Context: an optimization exercise on an open-source flow, tuned for small area and a short achievable clock period. The choices shown serve that exercise and are no tape-out recipe. RTL that was checked went through simulation tests only; none was proved equivalent to the original. The flow treats the clock pin as an ideal source. Dropping or thinning the clock tree relies on that and would not hold on a real chip. Power figures rest on the tool's default switching activity, not on a simulated workload.

the reference run:
// adc_correct
module adc_correct (
    input  wire        clk,
    input  wire        rst,           
    input  wire        cfg_we,
    input  wire [4:0]  cfg_addr,      
    input  wire [31:0] cfg_wdata,
    input  wire        swap,          
    output wire        active_half,
    input  wire        in_valid,
    input  wire [15:0] in_code,
    output reg         out_valid,
    output reg  [23:0] out_sample,
    output reg         out_sat
);
For scale: about 5100 cells after synthesis, ~1500 flip-flops, ~85 I/O pins, about 70000 sq um of cells after synthesis.
Settings: LEC_CHECK=0, CAP_MARGIN=20, CORE_MARGIN=2, CORE_UTILIZATION=40, CTS_CLUSTER_DIAMETER=90, CTS_CLUSTER_SIZE=26, GPL_ROUTABILITY_DRIVEN=0, SLEW_MARGIN=20; clock period 22.0 ns.
standard.sh (not shown) runs the stock make flow with config.mk's settings and CLKGATE_MAP_FILE= SYNTH_SCRIPT=/design/flow/synth_recipe.tcl, a recipe that flattens the netlist after the stock synthesis.
==> flow/flow/run.sh <==
#!/bin/bash
# The standard layout (standard.sh, unchanged synthesis) with two changes to
# how the layout is optimised; the constraints and clock are the standard flow's own:
#  - repair_timing keeps 16.4 ns of extra setup slack (sizes for a ~6 ns period)
#  - the port buffers are buf_4 cells instead of the resizer's default pick
set -euo pipefail
cd "$(dirname "$0")/.."
bash standard.sh SETUP_SLACK_MARGIN=16.4 "BUFFER_PORTS_ARGS=-buffer_cell sky130_fd_sc_hd__buf_4" finish > standard_flow.log 2>&1
Changes in the trial run relative to the reference run:
--- a/flow/config.mk
+++ b/flow/config.mk
@@ -12,3 +12,3 @@
 export CTS_CLUSTER_SIZE = 26
-export GPL_ROUTABILITY_DRIVEN = 0
+export GPL_TIMING_DRIVEN = 0
 export SLEW_MARGIN = 20
Per the final summary, the trial run finished and its layout is clean on timing, DRC and antenna.
Portion of total power attributed to combinational logic (lower): the reference run
Power per cell area (the trial run over the reference run): increase, about 0.56%
The reference run -> the trial run: largest fanout of any net on the critical path delta 0, exact match


Setup of exp/delta:
Starting RTL as in the previous note.
// adc_correct
module adc_correct (
    input  wire        clk,
    input  wire        rst,           
    input  wire        cfg_we,
    input  wire [4:0]  cfg_addr,      
    input  wire [31:0] cfg_wdata,
    input  wire        swap,          
    output wire        active_half,
    input  wire        in_valid,
    input  wire [15:0] in_code,
    output reg         out_valid,
    output reg  [23:0] out_sample,
    output reg         out_sat
);
clock: 22.0 ns
lec_check: 0
cap_margin: 20
core_margin: 2
core_utilization: 72
cts_cluster_diameter: 90
cts_cluster_size: 26
slew_margin: 20
==> flow/flow/run.sh <==
#!/bin/bash
# The standard layout (standard.sh, unchanged synthesis), with changes to
# how the layout is optimised; the constraints and clock are the standard flow's own:
#  - repair_timing keeps 16.65 ns of extra setup slack (sizes for a ~5.4 ns period)
#  - the port buffers are buf_2 cells instead of the resizer's default pick
#  - after CTS, flow/post_cts.tcl replaces TritonCTS's three-level clock tree
#    with a balanced two-level one (4 roots on the clock port, 26-register
#    leaf clusters) and repairs timing again
set -euo pipefail
cd "$(dirname "$0")/.."
bash standard.sh SETUP_SLACK_MARGIN=16.65 \
  "BUFFER_PORTS_ARGS=-buffer_cell sky130_fd_sc_hd__buf_2" \
  "POST_CTS_TCL=$PWD/flow/post_cts.tcl" \
  finish > standard_flow.log 2>&1
Other scripts of this flow, unchanged in this note and not shown: flow/flow/build_tree.tcl, flow/flow/post_cts.tcl
Here is what was changed in the inputs of exp/lagoon compared with exp/delta.
Settings: changing CORE_UTILIZATION from 72 to 55.
==> flow/flow/run.sh <==
#!/bin/bash
# The standard layout (standard.sh, unchanged synthesis), with changes to
# how the layout is optimised; the constraints and clock are the standard flow's own:
#  - repair_timing keeps 16.75 ns of extra setup slack (sizes for a ~5.4 ns period)
#  - the port buffers are buf_2 cells instead of the resizer's default pick
#  - after CTS, flow/post_cts.tcl replaces TritonCTS's three-level clock tree
#    with a balanced two-level one (4 roots on the clock port, 26-register
#    leaf clusters) and repairs timing again
set -euo pipefail
cd "$(dirname "$0")/.."
bash standard.sh SETUP_SLACK_MARGIN=16.75 \
  "BUFFER_PORTS_ARGS=-buffer_cell sky130_fd_sc_hd__buf_2" \
  "POST_CTS_TCL=$PWD/flow/post_cts.tcl" \
  finish > standard_flow.log 2>&1
==> comparison <==
- Run comparison: exp/lagoon cell with the biggest individual delay on the critical path dfxtp_2; exp/delta cell with the biggest individual delay on the critical path dfxtp_1
- On sequential power: exp/lagoon sits below exp/delta.
- When exp/lagoon is set beside exp/delta, its part of the power in combinational logic turns out to be 1.4 points larger.
- Delta (exp/lagoon minus exp/delta): floorplan die height up about 14%, routed wire length up about 6%.
- Summary of the comparison: detailed-routing wirelength on met1 is higher in exp/lagoon, relative to exp/delta.
Input changes introduced in exp/harbor (baseline for comparison: exp/lagoon):
Settings: swapping 55 for 40 in CORE_UTILIZATION.
==> flow/flow/run.sh <==
#!/bin/bash
# The standard layout (standard.sh, unchanged synthesis), with changes to
# how the layout is optimised; the constraints and clock are the standard flow's own:
#  - repair_timing keeps 16.6 ns of extra setup slack (sizes for a ~5.4 ns period)
#  - the port buffers are buf_2 cells instead of the resizer's default pick
#  - after CTS, flow/post_cts.tcl replaces TritonCTS's three-level clock tree
#    with a balanced two-level one (4 roots on the clock port, 26-register
#    leaf clusters) and repairs timing again
set -euo pipefail
cd "$(dirname "$0")/.."
bash standard.sh SETUP_SLACK_MARGIN=16.6 \
  "BUFFER_PORTS_ARGS=-buffer_cell sky130_fd_sc_hd__buf_2" \
  "POST_CTS_TCL=$PWD/flow/post_cts.tcl" \
  finish > standard_flow.log 2>&1
Going from exp/lagoon to exp/harbor, maximum number of pins on one net before global-route repair up 9; area growth from synthesis to final layout rose by 0.81 points; routed wire length per instance shows a reduction of about 7%. Any difference in final net count between exp/harbor and exp/lagoon is small enough to ignore. | largest stage delay on the critical path | exp/harbor vs exp/lagoon | 0.02 ns lower |. Area of the die in exp/harbor is about 37% higher than in exp/lagoon. Sequential portion of the cell area, exp/lagoon and exp/harbor: smaller value in exp/harbor. | wire length | exp/harbor vs exp/lagoon | 1.7% higher |. On worst hold slack, exp/lagoon and exp/harbor are neck and neck. Of exp/lagoon and exp/harbor, the run reporting the higher met1 capacity usage during global routing was exp/lagoon.
In every run of this note, the design's own scripts or RTL, not TritonCTS, make the clock network.


## red
adc_correct, a different RTL version from the one above (not shown whole).
Size in the first run: ~5200 cells after synthesis, roughly 85 I/O pins, about 70000 sq um of cells after synthesis.
clock: 22.0 ns
lec_check: 0
cap_margin: 20
core_margin: 2
core_utilization: 40
cts_buf_list: sky130_fd_sc_hd__clkbuf_8
slew_margin: 20
==> flow/flow/run.sh <==
#!/bin/bash
# The standard layout (standard.sh, unchanged synthesis) with two changes to
# how the layout is optimised; the constraints and clock are the standard flow's own:
#  - repair_timing keeps 16 ns of extra setup slack (sizes for a ~6 ns period)
#  - the port buffers are buf_4 cells instead of the resizer's default pick
set -euo pipefail
cd "$(dirname "$0")/.."
bash standard.sh SETUP_SLACK_MARGIN=16 "BUFFER_PORTS_ARGS=-buffer_cell sky130_fd_sc_hd__buf_4" finish > standard_flow.log 2>&1
red was carried through to the last stage, and its layout satisfied the timing, design-rule and antenna checks.
Input changes introduced in blue (baseline for comparison: red):
-- flow/config.mk --
<<< red, line 11
export CTS_BUF_LIST = sky130_fd_sc_hd__clkbuf_8
>>> blue, line 11
==> results.txt <==
- Compared with red, in blue number of non-filler instances in the completed layout has decreased, final cell utilization of the core has increased.
- blue ends up with a clock distribution area overhead in the final layout that is 0.36 points higher than in red.
- Delta (blue minus red): top fanout value on the critical path rose 2, maximum clock frequency fell 2.4 MHz, total power rose about 3.6%.
No functional check of the RTL was part of any run of this note.


== build 50 ==
Another version of the RTL of adc_correct (not shown whole).
Size in the first run: roughly 5100 cells after synthesis, roughly 1500 flip-flops, ~85 I/O pins, roughly 70000 µm² of cells after synthesis.
==> flow/config.mk <==
export PLATFORM = sky130hd
export DESIGN_NAME = adc_correct
export DESIGN_NICKNAME = adc_correct
export VERILOG_FILES = /design/flow/design.v
export SDC_FILE = /design/flow/constraint.sdc
export NUM_CORES = 4
export LEC_CHECK = 0
export CAP_MARGIN = 20
export CORE_MARGIN = 2
export CORE_UTILIZATION = 40
export CTS_CLUSTER_DIAMETER = 80
export CTS_CLUSTER_SIZE = 30
export SLEW_MARGIN = 20
==> flow/constraint.sdc <==
create_clock -name core_clock -period 22.0 [get_ports {clk}]
set_input_delay 4.4000 -clock core_clock [delete_from_list [all_inputs] [get_ports {clk}]]
set_output_delay 4.4000 -clock core_clock [all_outputs]
set_load 0.01 [all_outputs]
Scripts as last shown in full above: flow/flow/run.sh
Build 50 finished every step from synthesis to the final layout, and the layout passed the timing, design-rule and antenna checks.
Edits applied to the flow inputs when going from build 50 to trial 52:
==> flow/flow/run.sh <==
#!/bin/bash
# The standard layout (standard.sh, unchanged synthesis) with two changes to
# how the layout is optimised; the constraints and clock are the standard flow's own:
#  - repair_timing keeps 16.4 ns of extra setup slack (sizes for a ~6 ns period)
#  - the port buffers are buf_4 cells instead of the resizer's default pick
set -euo pipefail
cd "$(dirname "$0")/.."
bash standard.sh SETUP_SLACK_MARGIN=16.4 "BUFFER_PORTS_ARGS=-buffer_cell sky130_fd_sc_hd__buf_4" finish > standard_flow.log 2>&1
Findings:
- For wire length, trial 52 and build 50 come out practically identical.
- Re clock period minus worst slack: trial 52 and build 50 aren't equal, and the higher value belongs to build 50.
- In terms of relative area change from synthesis to final layout, trial 52 and build 50 differ only marginally.
- The power on trial 52 is in line with that on build 50.
- Trial 52: combinational share of power higher than build 50
- The post-detailed-placement cell area of trial 52 and that of build 50 are within noise of each other.
- Taking build 50 as the reference, in trial 52 number of global-route vias before repair stayed essentially flat, final critical-path setup slack rose by 0.034 ns.
- Compared with build 50, trial 52 shows share of the clock period used by the worst path lower by 0.16 points.
- Compared trial 52 against build 50; final area within noise.


## amber
RTL: one of the versions met above, not the one the previous note started from.
Size in the first run: roughly 5,100 cells after synthesis, ~1,500 flip-flops, about 0.070 mm² of cells after synthesis.
Design adc_correct, start of the top module:
module adc_correct (
    input  wire        clk,
    input  wire        rst,           
    input  wire        cfg_we,
    input  wire [4:0]  cfg_addr,      
    input  wire [31:0] cfg_wdata,
    input  wire        swap,          
    output wire        active_half,
    input  wire        in_valid,
    input  wire [15:0] in_code,
    output reg         out_valid,
    output reg  [23:0] out_sample,
    output reg         out_sat
);
Settings: LEC_CHECK=0, CAP_MARGIN=20, CORE_MARGIN=2, CORE_UTILIZATION=40, CTS_CLUSTER_DIAMETER=60, CTS_CLUSTER_SIZE=30, SLEW_MARGIN=20; clock period 22.0 ns.
==> flow/flow/run.sh <==
#!/bin/bash
# The standard layout (standard.sh, unchanged synthesis) with two changes to
# how the layout is optimised; the constraints and clock are the standard flow's own:
#  - repair_timing keeps 16.4 ns of extra setup slack (sizes for a ~6 ns period)
#  - the port buffers are buf_4 cells instead of the resizer's default pick
set -euo pipefail
cd "$(dirname "$0")/.."
bash standard.sh SETUP_SLACK_MARGIN=16.4 "BUFFER_PORTS_ARGS=-buffer_cell sky130_fd_sc_hd__buf_4" finish > standard_flow.log 2>&1
amber: flow completed, timing, DRC and antenna clean
Here is what was changed in the inputs of garnet compared with amber.
Settings: CTS_CLUSTER_DIAMETER: 60 -> 100.
Findings:
- The worst supply voltage drop on vdd in amber is 1.2 times that in garnet.
- garnet has more setup slack than amber.
- Changes observed in garnet relative to amber: largest driver fanout on the critical path saw a decrease; cell area saw a decrease.
- Delta (garnet minus amber): timing-limited maximum frequency saw an increase, share of the clock period used by the worst path after layout moved down, number of filler cells placed in the layout went up.
- Between amber and garnet, global-route total usage across every layer decreased.
- amber has a lower portion of total power attributed to combinational logic than garnet.
- Net switching share of the total power delta (amber -> garnet): insignificant
- The run showing the smaller register clock-pin slew on the reported worst setup and hold paths is amber.
> inputs changed (garnet -> maple)
Settings: CTS_CLUSTER_DIAMETER now 70, was 100; CTS_CLUSTER_SIZE now 36, was 30.
==> comparison <==
Going from garnet to maple, via count normalized by instance count barely changed, total power moved up, fraction of area in multi-input gates has decreased.


Another version of the RTL of adc_correct (not shown whole).
Size in the first run: about 5200 cells after synthesis, ~1400 flip-flops, ~85 I/O pins, roughly 70000 sq um of cells after synthesis.
Design adc_correct, start of the top module:
module adc_correct (
    input  wire        clk,
    input  wire        rst,           
    input  wire        cfg_we,
    input  wire [4:0]  cfg_addr,      
    input  wire [31:0] cfg_wdata,
    input  wire        swap,          
    output wire        active_half,
    input  wire        in_valid,
    input  wire [15:0] in_code,
    output reg         out_valid,
    output reg  [23:0] out_sample,
    output reg         out_sat
);
clock: 22.0 ns
lec_check: 0
abc_clock_period_in_ps: 5000
cap_margin: 60
core_margin: 2
core_utilization: 40
slew_margin: 60
run.sh (not shown) runs the stock make flow with config.mk's settings and CLKGATE_MAP_FILE= SYNTH_SCRIPT=/design/flow/synth_recipe.tcl, a recipe that flattens the netlist after the stock synthesis.
Stock flow here: none of the scripts above is used.
The baseline completed with no timing, DRC or antenna violations.
Rerun with:
==> flow/flow/run.sh (new file) <==
#!/bin/bash
set -euo pipefail
cd "$(dirname "$0")/.."
bash standard.sh SETUP_SLACK_MARGIN=16 finish > standard_flow.log 2>&1
==> flow/standard.sh (new file) <==
#!/bin/bash
# synth_recipe.tcl (not shown) runs the flow's synth.tcl, then flattens the netlist and writes it again
# the make line also repeats each setting of config.mk as NAME=value (left out here)
make -C /OpenROAD-flow-scripts/flow DESIGN_CONFIG=/design/flow/config.mk WORK_HOME=/design/flow/orfs CLKGATE_MAP_FILE= SYNTH_SCRIPT=/design/flow/synth_recipe.tcl "${@:-finish}"
Settings changed: ABC_CLOCK_PERIOD_IN_PS 5000 to not set, CAP_MARGIN 60 to 20, SLEW_MARGIN 60 to 20.
removed: flow/run.sh
What happened: The new run finished with timing, DRC and antenna clean. Global-route usage came out higher by 0.56 points. Power came out lower by about 1.3%. Fmax came out higher by 6.5%. Synthesized area does not change. Setup slack is better by 0.40 ns. Final area hardly moves. Worst hold slack is worse by 0.030 ns. Core utilization came out lower by 0.11 points. Wire length came out higher by about 2%.
Rerun with:
==> flow/run.sh (new file) <==
#!/bin/bash
# synth_recipe.tcl (not shown) runs the flow's synth.tcl, then flattens the netlist and writes it again
# the make line also repeats each setting of config.mk as NAME=value (left out here)
make -C /OpenROAD-flow-scripts/flow DESIGN_CONFIG=/design/flow/config.mk WORK_HOME=/design/flow/orfs CLKGATE_MAP_FILE= SYNTH_SCRIPT=/design/flow/synth_recipe.tcl finish
removed: flow/flow/run.sh
removed: flow/standard.sh
=> The changed run completed with no timing, DRC or antenna violations. Routed wire length shrinks by 2.4%. Non-clock buffer count shrinks by 23. Clock skew grows by 0.0088 ns. Cell area barely changes. Utilization shrinks by 0.14 points. Sequential share of layout area grows by 0.11 points. Hold slack gets better by 0.033 ns. Die area is unchanged.
No functional check of the RTL was part of any run of this note.


## the baseline
adc_correct with an RTL version that a note above also has.
For scale: about 5100 cells after synthesis, roughly 1500 flip-flops, about 85 I/O pins, about 70000 µm² of cells after synthesis.
clock: 22.0 ns
lec_check: 0
cap_margin: 20
core_margin: 2
core_utilization: 40
cts_cluster_diameter: 90
cts_cluster_size: 26
slew_margin: 20
standard.sh (not shown) runs the stock make flow with config.mk's settings and CLKGATE_MAP_FILE= SYNTH_SCRIPT=/design/flow/synth_recipe.tcl, a recipe that flattens the netlist after the stock synthesis.
==> flow/flow/run.sh <==
#!/bin/bash
# The standard layout (standard.sh, unchanged synthesis), with changes to
# how the layout is optimised; the constraints and clock are the standard flow's own:
#  - repair_timing keeps 16.6 ns of extra setup slack (sizes for a ~5.4 ns period)
#  - the port buffers are buf_4 cells instead of the resizer's default pick
#  - after CTS, flow/post_cts.tcl replaces TritonCTS's three-level clock tree
#    with a balanced two-level one (4 roots on the clock port, 26-register
#    leaf clusters) and repairs timing again
set -euo pipefail
cd "$(dirname "$0")/.."
bash standard.sh SETUP_SLACK_MARGIN=16.6 \
  "BUFFER_PORTS_ARGS=-buffer_cell sky130_fd_sc_hd__buf_4" \
  "POST_CTS_TCL=$PWD/flow/post_cts.tcl" \
  finish > standard_flow.log 2>&1
Other scripts of this flow, unchanged in this note and not shown: flow/flow/build_tree.tcl, flow/flow/post_cts.tcl
The baseline went all the way through the flow, and no timing, DRC or antenna check failed.
The inputs of the candidate differ from those of the baseline as listed below.
Settings: PLACE_DENSITY now 0.72, previously not set; CORE_UTILIZATION now 55, was 40.
-- flow/flow/run.sh --
<<< the baseline, line 5
#  - the port buffers are buf_4 cells instead of the resizer's default pick
>>> the candidate, line 5
#  - the port buffers are buf_2 cells instead of the resizer's default pick
<<< the baseline, line 12
  "BUFFER_PORTS_ARGS=-buffer_cell sky130_fd_sc_hd__buf_4" \
>>> the candidate, line 12
  "BUFFER_PORTS_ARGS=-buffer_cell sky130_fd_sc_hd__buf_2" \
==> comparison <==
When the candidate is set beside the baseline, its power in combinational cells turns out to be about 3% smaller. From the baseline to the candidate the numbers moved as follows: logic gate share of total power -0.4 points, smallest hold slack ~0 delta, filler-free cell count of the finished design -9.4%. | met1 track utilization from global routing | higher: the candidate |. Compared with the baseline, in the candidate stage delay of the slowest cell on the critical path shows no meaningful change; ratio of routed vias to standard cells shows an increase of 0.67; total power consumption of the routed design shows a reduction of 1.4%; sequential share of layout area shows an increase of 0.96 points; core utilization shows an increase of 16 points.
In every run of this note, the design's own scripts or RTL, not TritonCTS, make the clock network.

[afterwards: timing with drivers on the ports]
The flow's constraints put no driver on any port. The routed layouts listed below were extracted and timed again, unchanged, in two steps. Step 1 assumes that a clkbuf_16 drives the clock port and a buf_2 every other input. Step 2, shift: input delay + t, output delay - t, t = (earliest + latest rising clock arrival at the registers) / 2. This alone moves slack from input paths to output paths. a / b / c = ideal ports / drivers / drivers and shift; a / b = the first two.
run	t, ns	setup WS [ns]	latest minus earliest clock arrival (ns)	slew at the worst register clock pin (ns)
the reference run	0.795	16.431 / 16.350 / 16.434	0.062 / 0.062	0.11 / 0.11
the trial run	0.822	16.394 / 16.309 / 16.413	0.070 / 0.069	0.11 / 0.11
exp/delta	0.641	16.653 / 16.505 / 16.418	0.053 / 0.053	0.11 / 0.11
exp/lagoon	0.659	16.627 / 16.472 / 16.516	0.040 / 0.039	0.11 / 0.11
exp/harbor	0.673	16.630 / 16.470 / 16.401	0.065 / 0.066	0.12 / 0.12
red	1.012	16.090 / 16.073 / 15.078	0.135 / 0.135	0.07 / 0.07
blue	0.851	16.004 / 16.017 / 15.167	0.083 / 0.083	0.07 / 0.07
build 50	0.795	16.365 / 16.272 / 16.386	0.099 / 0.099	0.12 / 0.12
trial 52	0.797	16.399 / 16.305 / 16.667	0.097 / 0.097	0.12 / 0.12
amber	0.826	16.368 / 16.287 / 16.441	0.119 / 0.119	0.11 / 0.11
garnet	0.816	16.410 / 16.333 / 16.434	0.079 / 0.079	0.12 / 0.12
maple	0.825	16.417 / 16.335 / 16.436	0.107 / 0.107	0.12 / 0.12
the first run of note 6	0.870	15.467 / 15.405 / 14.650	0.086 / 0.086	0.07 / 0.07
the second run of note 6	0.899	15.867 / 15.835 / 15.042	0.060 / 0.060	0.07 / 0.07
the third run of note 6	0.871	15.200 / 15.111 / 14.574	0.073 / 0.074	0.07 / 0.07
the baseline	0.674	16.626 / 16.468 / 16.480	0.057 / 0.057	0.12 / 0.12
the candidate	0.649	16.646 / 16.499 / 16.475	0.048 / 0.047	0.11 / 0.11
After both steps setup and hold are still met in every run listed. For red, which loses most, drivers alone change the setup slack by -0.017 ns; drivers and shift together by -1.012 ns.
